What follows belongs to an exercise in optimizing a design on an open flow for small area, a short achievable clock period and few clock cycles; a production flow would make more cautious choices. Only simulation tests tie the RTL to the original design; equivalence was not proved.

// chz_hash_core
module chz_hash_core (
  input  wire          clk,
  input  wire          rst,           
  input  wire          in_valid,
  output wire          in_ready,
  input  wire          in_first,      
  input  wire          in_mode,       
  input  wire [1023:0] in_block,      
  output reg           out_valid,
  output wire [383:0]  out_digest
);
Size: roughly 13000 cells after synthesis, about 2300 flip-flops, roughly 120000 µm² of cells after synthesis.
==> flow/config.mk <==
export PLATFORM = sky130hd
export DESIGN_NAME = chz_hash_core
export DESIGN_NICKNAME = chz_hash_core
export VERILOG_FILES = /design/flow/design.v
export SDC_FILE = /design/flow/constraint.sdc
export NUM_CORES = 8
export LEC_CHECK = 0
export CAP_MARGIN = 50
export CORE_MARGIN = 2
export CORE_UTILIZATION = 40
export SLEW_MARGIN = 50
export SYNTH_MEMORY_MAX_BITS = 16384
==> flow/constraint.sdc <==
create_clock -name core_clock -period 12.0 [get_ports {clk}]
set_input_delay 2.4000 -clock core_clock [delete_from_list [all_inputs] [get_ports {clk}]]
set_output_delay 2.4000 -clock core_clock [all_outputs]
set_load 0.01 [all_outputs]
standard.sh (not shown) runs the stock make flow with config.mk's settings and CLKGATE_MAP_FILE= SYNTH_SCRIPT=/design/flow/synth_recipe.tcl, a recipe that flattens the netlist after the stock synthesis.
==> flow/flow/run.sh <==
#!/bin/bash
# The standard layout (standard.sh) with two changes to how it is made:
#  - port buffers are buf_1 cells instead of the delay cells buffer_ports picks;
#  - repair_timing is asked to leave 6.5 ns of setup slack on the design's clock.
# The SDC and the clock period are unchanged.
set -euo pipefail
bash standard.sh "BUFFER_PORTS_ARGS=-buffer_cell sky130_fd_sc_hd__buf_1" SETUP_SLACK_MARGIN=6.5 finish > standard.log 2>&1
Testbench counts at the start, summed over its fixed seeds: cycles 57,494.
==> next run, changes <==
==> flow/flow/run.sh (replaced) <==
#!/bin/bash
# The standard layout (standard.sh) with two changes to how it is made:
#  - port buffers are buf_1 cells instead of the delay cells buffer_ports picks;
#  - repair_timing is asked to leave 7.5 ns of setup slack on the design's clock.
# The SDC and the clock period are unchanged.
set -euo pipefail
bash standard.sh "BUFFER_PORTS_ARGS=-buffer_cell sky130_fd_sc_hd__buf_1" SETUP_SLACK_MARGIN=7.5 finish > standard.log 2>&1
--- a/flow/config.mk
+++ b/flow/config.mk
@@ -6,7 +6,7 @@
 export NUM_CORES = 8
 export LEC_CHECK = 0
-export CAP_MARGIN = 50
+export CAP_MARGIN = 30
 export CORE_MARGIN = 2
 export CORE_UTILIZATION = 40
-export SLEW_MARGIN = 50
+export SLEW_MARGIN = 30
 export SYNTH_MEMORY_MAX_BITS = 16384
What happened: Cell area goes up by a little under a tenth; setup slack is better by 0.56 ns; synthesized area stays the same; die area stays the same; clock skew goes up by 0.020 ns; worst hold slack is better by 0.0079 ns.
==> next run, changes <==
==> flow/flow/run.sh (replaced) <==
#!/bin/bash
# The standard layout (standard.sh) with two changes to how it is made:
#  - port buffers are buf_1 cells instead of the delay cells buffer_ports picks;
#  - repair_timing is asked to leave 7 ns of setup slack on the design's clock.
# The SDC and the clock period are unchanged.
set -euo pipefail
bash standard.sh "BUFFER_PORTS_ARGS=-buffer_cell sky130_fd_sc_hd__buf_1" SETUP_SLACK_MARGIN=7 finish > standard.log 2>&1
--- a/flow/config.mk
+++ b/flow/config.mk
@@ -6,7 +6,8 @@
 export NUM_CORES = 8
 export LEC_CHECK = 0
-export CAP_MARGIN = 30
+export CAP_MARGIN = 50
 export CORE_MARGIN = 2
 export CORE_UTILIZATION = 40
-export SLEW_MARGIN = 30
+export PLACE_DENSITY = 0.5
+export SLEW_MARGIN = 50
 export SYNTH_MEMORY_MAX_BITS = 16384
Design area came out lower by 6.8%. Wire length came out lower by 2.6%. Die area does not change. Critical path depth came out higher by 18. Flip-flop and latch count is unchanged. Global-route usage came out lower by 2.4 points.
==> next run, changes <==
==> flow/run.sh (new file) <==
#!/bin/bash
# synth_recipe.tcl (not shown) runs the flow's synth.tcl, then flattens the netlist and writes it again
# the make line also repeats each setting of config.mk as NAME=value (left out here)
make -C /OpenROAD-flow-scripts/flow DESIGN_CONFIG=/design/flow/config.mk WORK_HOME=/design/flow/orfs CLKGATE_MAP_FILE= SYNTH_SCRIPT=/design/flow/synth_recipe.tcl finish
--- a/flow/config.mk
+++ b/flow/config.mk
@@ -9,5 +9,5 @@
 export CORE_MARGIN = 2
 export CORE_UTILIZATION = 40
-export PLACE_DENSITY = 0.5
+export SETUP_SLACK_MARGIN = 5
 export SLEW_MARGIN = 50
 export SYNTH_MEMORY_MAX_BITS = 16384
removed: flow/flow/run.sh
removed: flow/standard.sh
What happened: Routed wire length grows by 2.3%. Global-route usage grows by 4.4 points. Worst hold slack improved by 0.058 ns. Final cell count stays flat. Clock-buffer cell count shrinks by 8. Via count shrinks by 2.5%. Final area grows by 4.5%. Worst setup slack got worse by 1.6 ns.
==> next run, changes <==
==> flow/flow/run.sh (new file) <==
#!/bin/bash
# The standard layout (standard.sh) with two changes to how it is made:
#  - port buffers are buf_1 cells instead of the delay cells buffer_ports picks;
#  - repair_timing is asked to leave 7.5 ns (worst 20% of endpoints) of setup slack on the design's clock.
# The SDC and the clock period are unchanged.
set -euo pipefail
bash standard.sh "BUFFER_PORTS_ARGS=-buffer_cell sky130_fd_sc_hd__buf_1" SETUP_SLACK_MARGIN=7.5 TNS_END_PERCENT=20 finish > standard.log 2>&1
==> flow/standard.sh (new file) <==
#!/bin/bash
# synth_recipe.tcl (not shown) runs the flow's synth.tcl, then flattens the netlist and writes it again
# the make line also repeats each setting of config.mk as NAME=value (left out here)
make -C /OpenROAD-flow-scripts/flow DESIGN_CONFIG=/design/flow/config.mk WORK_HOME=/design/flow/orfs CLKGATE_MAP_FILE= SYNTH_SCRIPT=/design/flow/synth_recipe.tcl "${@:-finish}"
--- a/flow/config.mk
+++ b/flow/config.mk
@@ -9,5 +9,4 @@
 export CORE_MARGIN = 2
 export CORE_UTILIZATION = 40
-export SETUP_SLACK_MARGIN = 5
 export SLEW_MARGIN = 50
 export SYNTH_MEMORY_MAX_BITS = 16384
removed: flow/run.sh
=> The changed run produced a clean layout; fmax grows by 35%; via count grows by 3.5%; non-clock buffer count grows by 462.
==> next run, changes <==
==> flow/flow/run.sh (replaced) <==
#!/bin/bash
# The standard layout (standard.sh) with two changes to how it is made:
#  - port buffers are buf_1 cells instead of the delay cells buffer_ports picks;
#  - repair_timing is asked to leave 7 ns of setup slack on the design's clock.
# The SDC and the clock period are unchanged.
set -euo pipefail
bash standard.sh "BUFFER_PORTS_ARGS=-buffer_cell sky130_fd_sc_hd__buf_1" SETUP_SLACK_MARGIN=7 finish > standard.log 2>&1
Synthesized cell count stays the same.
Via count came out lower by a few percent.
Critical path depth came out lower by 10.
Clock skew came out higher by 0.036 ns.
Utilization came out lower by 2.4 points.
Final cell count came out lower slightly.
Die area does not change.
Clock-buffer cell count came out lower by 12.

## harbor
chz_hash_core again, from the RTL that the note above started with.
==> flow/config.mk <==
export PLATFORM = sky130hd
export DESIGN_NAME = chz_hash_core
export DESIGN_NICKNAME = chz_hash_core
export VERILOG_FILES = /design/flow/design.v
export SDC_FILE = /design/flow/constraint.sdc
export NUM_CORES = 8
export LEC_CHECK = 0
export CAP_MARGIN = 50
export CORE_MARGIN = 2
export CORE_UTILIZATION = 40
export CTS_CLUSTER_DIAMETER = 100
export CTS_CLUSTER_SIZE = 24
export SLEW_MARGIN = 50
export SYNTH_MEMORY_MAX_BITS = 16384
==> flow/constraint.sdc <==
create_clock -name core_clock -period 12.0 [get_ports {clk}]
set_input_delay 2.4000 -clock core_clock [delete_from_list [all_inputs] [get_ports {clk}]]
set_output_delay 2.4000 -clock core_clock [all_outputs]
set_load 0.01 [all_outputs]
==> flow/flow/run.sh <==
#!/bin/bash
# The standard layout (standard.sh) with two changes to how it is made:
#  - port buffers are buf_1 cells instead of the delay cells buffer_ports picks;
#  - repair_timing is asked to leave 7 ns of setup slack on the design's clock.
# The SDC and the clock period are unchanged.
set -euo pipefail
bash standard.sh "BUFFER_PORTS_ARGS=-buffer_cell sky130_fd_sc_hd__buf_1" SETUP_SLACK_MARGIN=7 finish > standard.log 2>&1
Every stage of the flow completed for harbor, and the final layout passed the timing, design-rule and antenna checks.
Testbench counts of harbor, summed over its fixed seeds: cycles 57,494.
diff inputs: harbor => pepper
- SLEW_MARGIN: 50 -> 30
- CTS_CLUSTER_DIAMETER: 100 -> unset
- CTS_CLUSTER_SIZE: 24 -> unset
- CAP_MARGIN: 50 -> 30
Notes after the runs:
- Higher worst-case clock buffer depth among pepper and harbor: pepper
- Sequential fraction of total cell area | pepper below harbor
- In pepper the implementation ran to completion but is not tape-out ready, as the final checks report max-capacitance violations, max-slew violations.
- On global router's overall resource usage, harbor tracks pepper almost exactly.
- Setup slack of the worst register-to-register path delta for pepper relative to harbor: 0.02 ns higher
- pepper vs. harbor: TritonCTS buffer count moved up.
- In pepper, first-iteration DRC count is higher than in harbor.
- harbor and pepper ended up with roughly the same total detailed-routing wirelength.
- pepper against harbor; initial antenna violation count is down by a little under 10%.
- Summary — non-clock buffer count, pepper relative to harbor: lower, by 49.

[what the ideal ports hide]
No port has a modelled driver above. Below, the same layouts with a new extraction and two added sets of constraints. Step 1, drivers: a clkbuf_16 drives clk and a buf_2 each remaining input, both assumed. Step 2 adds t to the input delays and takes it off the output delays; t is the mean of the earliest and latest rising clock arrival at the registers after step 1. Input paths then give back, and output paths get back, about the clock's delay inside the block. a / b / c = ideal / step 1 / step 2; a / b = the first two.
| run | t, ns | setup WS [ns] | hold slack, ns | clock arrival spread, ns | cell pins on the clock port's net |
|---|---|---|---|---|---|
| the first run of note 1 | 1.053 | 6.415 / 6.328 / 6.415 | 0.285 / 0.285 / 0.285 | 0.070 / 0.070 | 1 |
| the second run of note 1 | 1.067 | 6.973 / 6.843 / 6.364 | 0.293 / 0.293 / 0.293 | 0.088 / 0.089 | 1 |
| the third run of note 1 | 1.040 | 6.849 / 6.817 / 6.792 | 0.249 / 0.249 / 0.249 | 0.119 / 0.119 | 1 |
| the fourth run of note 1 | 1.145 | 5.280 / 5.280 / 5.280 | 0.307 / 0.307 / 0.307 | 0.073 / 0.073 | 1 |
| the fifth run of note 1 | 1.062 | 7.040 / 6.992 / 6.914 | 0.245 / 0.245 / 0.245 | 0.096 / 0.096 | 1 |
| the sixth run of note 1 | 1.104 | 6.884 / 6.883 / 6.691 | 0.258 / 0.258 / 0.258 | 0.131 / 0.131 | 1 |
| harbor | 1.020 | 6.639 / 6.639 / 6.639 | 0.304 / 0.304 / 0.304 | 0.063 / 0.063 | 1 |
| pepper | 1.046 | 6.659 / 6.659 / 6.593 | 0.251 / 0.251 / 0.251 | 0.102 / 0.101 | 1 |
The setup slack of the second run of note 1, which loses most, moves by -0.130 ns with the drivers and by -0.609 ns with both steps.
